Source: an optimization exercise on an open RTL-to-GDS flow (aim: small area, a short achievable clock period and few clock cycles per item). Production flows keep margins and buffers that such runs may drop.
Only simulation tests tie the RTL to the original design; equivalence was not proved.

==> run a <==
Design ct128_flt, start of the top module:
module ct128_flt (
    input  wire        clk,
    input  wire        rst,
    input  wire        in_valid,
    output wire        in_ready,
    input  wire [27:0] in_x,       
    input  wire [30:0] in_g,       
    input  wire [9:0]  in_res,     
    input  wire [1:0]  in_type,    
    input  wire [1:0]  in_resp,    
    input  wire [23:0] in_e1,      
    input  wire [15:0] in_amp,     
    input  wire [31:0] in_s1a,     
    input  wire [31:0] in_s2a,     
    input  wire [31:0] in_s1b,     
    input  wire [31:0] in_s2b,     
    output wire        out_valid,
    input  wire        out_ready,
    output wire [27:0] out_y,      
    output wire [31:0] out_s1a,
    output wire [31:0] out_s2a,
    output wire [31:0] out_s1b,
    output wire [31:0] out_s2b,
    output wire        out_sat     
);
clock: 12.0 ns
lec_check: 0
cap_margin: 20
core_margin: 2
core_utilization: 40
place_density: 0.6
slew_margin: 20
run.sh (not shown) runs the stock make flow with config.mk's settings and CLKGATE_MAP_FILE= SYNTH_SCRIPT=/design/flow/synth_recipe.tcl, a recipe that flattens the netlist after the stock synthesis.
==> run b: changes against run a <==
--- a/flow/design.v
+++ b/flow/design.v
@@ -87,14 +87,15 @@
     reg  [23:0] e1_r;
     reg  [15:0] amp_r;
     reg  signed [31:0] x_r;       
     reg  signed [31:0] s1_r, s2_r;
     reg  [31:0] s1a_r, s2a_r, s1b_r, s2b_r;
     reg  signed [68:0] prod;
     reg  [35:0] den_r;
+    reg  [37:0] den3_r;
     reg  [35:0] rem_r;
     reg  [29:0] h_r;
     reg  [4:0]  cnt;
     reg  signed [35:0] t_r;
     reg  signed [31:0] hp_r, bp_r, lp_r;
     reg  signed [27:0] flt_r;
     reg  signed [29:0] a_r;
@@ -104,15 +105,15 @@
     reg signed [35:0] mul_a;
     reg signed [32:0] mul_b;
     always @(*) begin
         mul_a = 36'sd0;
         mul_b = 33'sd0;
         case (state)
             S_GK: begin mul_a = {5'd0, g_r};             mul_b = {1'b0, gk}; end
-            S_M1: begin mul_a = {{4{s1_r[31]}}, s1_r};   mul_b = {1'b0, gk}; end
+            S_M1, S_DIV: begin mul_a = {{4{s1_r[31]}}, s1_r};   mul_b = {1'b0, gk}; end
             S_M2: begin mul_a = t_r;                     mul_b = {3'd0, h_r}; end
             S_M3: begin mul_a = {{4{hp_r[31]}}, hp_r};   mul_b = {2'd0, g_r}; end
             S_M4: begin mul_a = {{4{bp_r[31]}}, bp_r};   mul_b = {2'd0, g_r}; end
             S_M5: begin mul_a = {{4{bp_r[31]}}, bp_r};   mul_b = {1'b0, k_r}; end
             S_A1: begin mul_a = {{8{flt_r[27]}}, flt_r}; mul_b = {9'd0, e1_r}; end
             S_A3: begin mul_a = {{6{a_r[29]}}, a_r};     mul_b = {17'd0, amp_r}; end
             default: ;
@@ -140,15 +141,19 @@
         case (resp_r)
             2'd0: stage_out = lp_r;
             2'd1: stage_out = hp_r;
             2'd2: stage_out = bp_r;
             default: stage_out = notch;
         endcase
     end
-    wire [35:0] rem2 = {rem_r[34:0], 1'b0};
+    wire [37:0] rem4 = {rem_r, 2'b00};
+    wire [38:0] dv1  = {1'b0, rem4} - {3'b0, den_r};
+    wire [38:0] dv2  = {1'b0, rem4} - {2'b0, den_r, 1'b0};
+    wire [38:0] dv3  = {1'b0, rem4} - {1'b0, den3_r};
+    wire [35:0] den_n = 36'd536870912 + prod_r29[35:0];
     wire [9:0]  res_c = (in_res > 10'd1014) ? 10'd1014 : in_res;
     wire [15:0] amp_c = (in_amp > 16'h8000) ? 16'h8000 : in_amp;
     wire [10:0] kcode = 11'd1024 - {1'b0, res_c};
     wire [31:0] kmain = {1'b0, kcode, 20'd0};
     always @(posedge clk) begin
         if (rst) begin
             state <= S_IDLE;
@@ -184,31 +189,42 @@
                     end
                 end
                 S_GK: begin
                     prod  <= mul_a * mul_b;
                     state <= S_DEN;
                 end
                 S_DEN: begin
-                    den_r <= 36'd536870912 + prod_r29[35:0];
-                    rem_r <= 36'd268435456;
-                    h_r   <= 30'd0;
-                    cnt   <= 5'd29;
+                    den_r  <= den_n;
+                    den3_r <= {2'b0, den_n} + {1'b0, den_n, 1'b0};
+                    rem_r  <= 36'd268435456;
+                    h_r    <= 30'd0;
+                    cnt    <= 5'd14;
                     state <= S_DIV;
                 end
                 S_DIV: begin
-                    if (rem2 >= den_r) begin
-                        rem_r <= rem2 - den_r;
-                        h_r   <= {h_r[28:0], 1'b1};
+                    if (!dv3[38]) begin
+                        rem_r <= dv3[35:0];
+                        h_r   <= {h_r[27:0], 2'b11};
+                    end else if (!dv2[38]) begin
+                        rem_r <= dv2[35:0];
+                        h_r   <= {h_r[27:0], 2'b10};
+                    end else if (!dv1[38]) begin
+                        rem_r <= dv1[35:0];
+                        h_r   <= {h_r[27:0], 2'b01};
                     end else begin
-                        rem_r <= rem2;
-                        h_r   <= {h_r[28:0], 1'b0};
+                        rem_r <= rem4[35:0];
+                        h_r   <= {h_r[27:0], 2'b00};
                     end
+                    if (cnt == 5'd14)
+                        prod <= mul_a * mul_b;
+                    if (cnt == 5'd13)
+                        t_r <= x_r - $signed(prod_r29[35:0]) - s2_r;
                     cnt <= cnt - 5'd1;
                     if (cnt == 5'd0)
-                        state <= S_M1;
+                        state <= S_M2;
                 end
                 S_M1: begin
                     prod  <= mul_a * mul_b;
                     state <= S_T;
                 end
                 S_T: begin
                     t_r   <= x_r - $signed(prod_r29[35:0]) - s2_r;
@@ -285,21 +301,50 @@
                 end
                 S_A4: begin
                     y_r   <= sat28(prod_r15);
                     sat_r <= sat_r | ovf28(prod_r15);
                     state <= S_DONE;
                 end
                 S_DONE: if (out_ready) begin
-                    state <= S_IDLE;
+                    if (in_valid) begin
+                        typ_r   <= in_type;
+                        resp_r  <= in_resp;
+                        g_r     <= in_g;
+                        kmain_r <= kmain;
+                        e1_r    <= in_e1;
+                        amp_r   <= amp_c;
+                        x_r     <= {{4{in_x[27]}}, in_x};
+                        s1a_r   <= in_s1a;
+                        s2a_r   <= in_s2a;
+                        s1b_r   <= in_s1b;
+                        s2b_r   <= in_s2b;
+                        s1_r    <= in_s1a;
+                        s2_r    <= in_s2a;
+                        sat_r   <= 1'b0;
+                        flt_r   <= in_x;
+                        if (in_type == 2'd0) begin
+                            state <= S_A1;
+                        end else if (in_type == 2'd1) begin
+                            last_stage <= 1'b1;
+                            k_r        <= kmain;
+                            state      <= S_GK;
+                        end else begin
+                            last_stage <= 1'b0;
+                            k_r        <= K1;
+                            state      <= S_GK;
+                        end
+                end else begin
+                        state <= S_IDLE;
+                    end
                 end
                 default: state <= S_IDLE;
             endcase
         end
     end
-    assign in_ready  = (state == S_IDLE);
+    assign in_ready  = (state == S_IDLE) | ((state == S_DONE) & out_ready);
     assign out_valid = (state == S_DONE);
     assign out_y     = y_r;
     assign out_s1a   = s1a_r;
     assign out_s2a   = s2a_r;
     assign out_s1b   = s1b_r;
     assign out_s2b   = s2b_r;
     assign out_sat   = sat_r;
==> run c: changes against run a <==
--- a/flow/design.v
+++ b/flow/design.v
@@ -87,14 +87,15 @@
     reg  [23:0] e1_r;
     reg  [15:0] amp_r;
     reg  signed [31:0] x_r;       
     reg  signed [31:0] s1_r, s2_r;
     reg  [31:0] s1a_r, s2a_r, s1b_r, s2b_r;
     reg  signed [68:0] prod;
     reg  [35:0] den_r;
+    reg  [37:0] den3_r;
     reg  [35:0] rem_r;
     reg  [29:0] h_r;
     reg  [4:0]  cnt;
     reg  signed [35:0] t_r;
     reg  signed [31:0] hp_r, bp_r, lp_r;
     reg  signed [27:0] flt_r;
     reg  signed [29:0] a_r;
@@ -140,15 +141,19 @@
         case (resp_r)
             2'd0: stage_out = lp_r;
             2'd1: stage_out = hp_r;
             2'd2: stage_out = bp_r;
             default: stage_out = notch;
         endcase
     end
-    wire [35:0] rem2 = {rem_r[34:0], 1'b0};
+    wire [37:0] rem4 = {rem_r, 2'b00};
+    wire [38:0] dv1  = {1'b0, rem4} - {3'b0, den_r};
+    wire [38:0] dv2  = {1'b0, rem4} - {2'b0, den_r, 1'b0};
+    wire [38:0] dv3  = {1'b0, rem4} - {1'b0, den3_r};
+    wire [35:0] den_n = 36'd536870912 + prod_r29[35:0];
     wire [9:0]  res_c = (in_res > 10'd1014) ? 10'd1014 : in_res;
     wire [15:0] amp_c = (in_amp > 16'h8000) ? 16'h8000 : in_amp;
     wire [10:0] kcode = 11'd1024 - {1'b0, res_c};
     wire [31:0] kmain = {1'b0, kcode, 20'd0};
     always @(posedge clk) begin
         if (rst) begin
             state <= S_IDLE;
@@ -184,27 +189,34 @@
                     end
                 end
                 S_GK: begin
                     prod  <= mul_a * mul_b;
                     state <= S_DEN;
                 end
                 S_DEN: begin
-                    den_r <= 36'd536870912 + prod_r29[35:0];
-                    rem_r <= 36'd268435456;
-                    h_r   <= 30'd0;
-                    cnt   <= 5'd29;
+                    den_r  <= den_n;
+                    den3_r <= {2'b0, den_n} + {1'b0, den_n, 1'b0};
+                    rem_r  <= 36'd268435456;
+                    h_r    <= 30'd0;
+                    cnt    <= 5'd14;
                     state <= S_DIV;
                 end
                 S_DIV: begin
-                    if (rem2 >= den_r) begin
-                        rem_r <= rem2 - den_r;
-                        h_r   <= {h_r[28:0], 1'b1};
+                    if (!dv3[38]) begin
+                        rem_r <= dv3[35:0];
+                        h_r   <= {h_r[27:0], 2'b11};
+                    end else if (!dv2[38]) begin
+                        rem_r <= dv2[35:0];
+                        h_r   <= {h_r[27:0], 2'b10};
+                    end else if (!dv1[38]) begin
+                        rem_r <= dv1[35:0];
+                        h_r   <= {h_r[27:0], 2'b01};
                     end else begin
-                        rem_r <= rem2;
-                        h_r   <= {h_r[28:0], 1'b0};
+                        rem_r <= rem4[35:0];
+                        h_r   <= {h_r[27:0], 2'b00};
                     end
                     cnt <= cnt - 5'd1;
                     if (cnt == 5'd0)
                         state <= S_M1;
                 end
                 S_M1: begin
                     prod  <= mul_a * mul_b;
==> summary.txt <==
Run c passed the timing, design-rule and antenna checks. Run b completed without violations. Run a completed with no timing, DRC or antenna violations. Via count: run a < run c < run b. In run b the synthesized cell count is larger than in run a, by about 13%.
Testbench counts of run a, summed over its fixed seeds: cycles 176,700, items 3,200.
Testbench counts of run b, summed over its fixed seeds: cycles 109,758, items 3,200.
Testbench counts of run c, summed over its fixed seeds: cycles 120,450, items 3,200.

==> afterwards: timing with drivers on the ports <==
The results above use ideal ports. As a check the final layouts listed here were re-extracted and re-timed, cells and wires unchanged.
Step 1: set_driving_cell puts a clkbuf_16 on clk and a buf_2 on each other input, an assumption about the parent block.
Step 2, shift: input delay + t, output delay - t, t = (earliest + latest rising clock arrival at the registers) / 2. This alone moves slack from input paths to output paths.
a / b / c = ideal ports / drivers / drivers and shift; a / b = the first two.
run	shift t [ns]	setup slack, ns	hold WS [ns]	cell pins on the clock port's net
run a	0.834	0.432 / 0.432 / 0.432	0.542 / 0.542 / 0.542	1
run b	0.863	0.362 / 0.362 / 0.362	0.530 / 0.530 / 0.530	1
run c	0.861	0.384 / 0.384 / 0.384	0.464 / 0.464 / 0.464	1
After both steps every run listed still meets setup and hold.
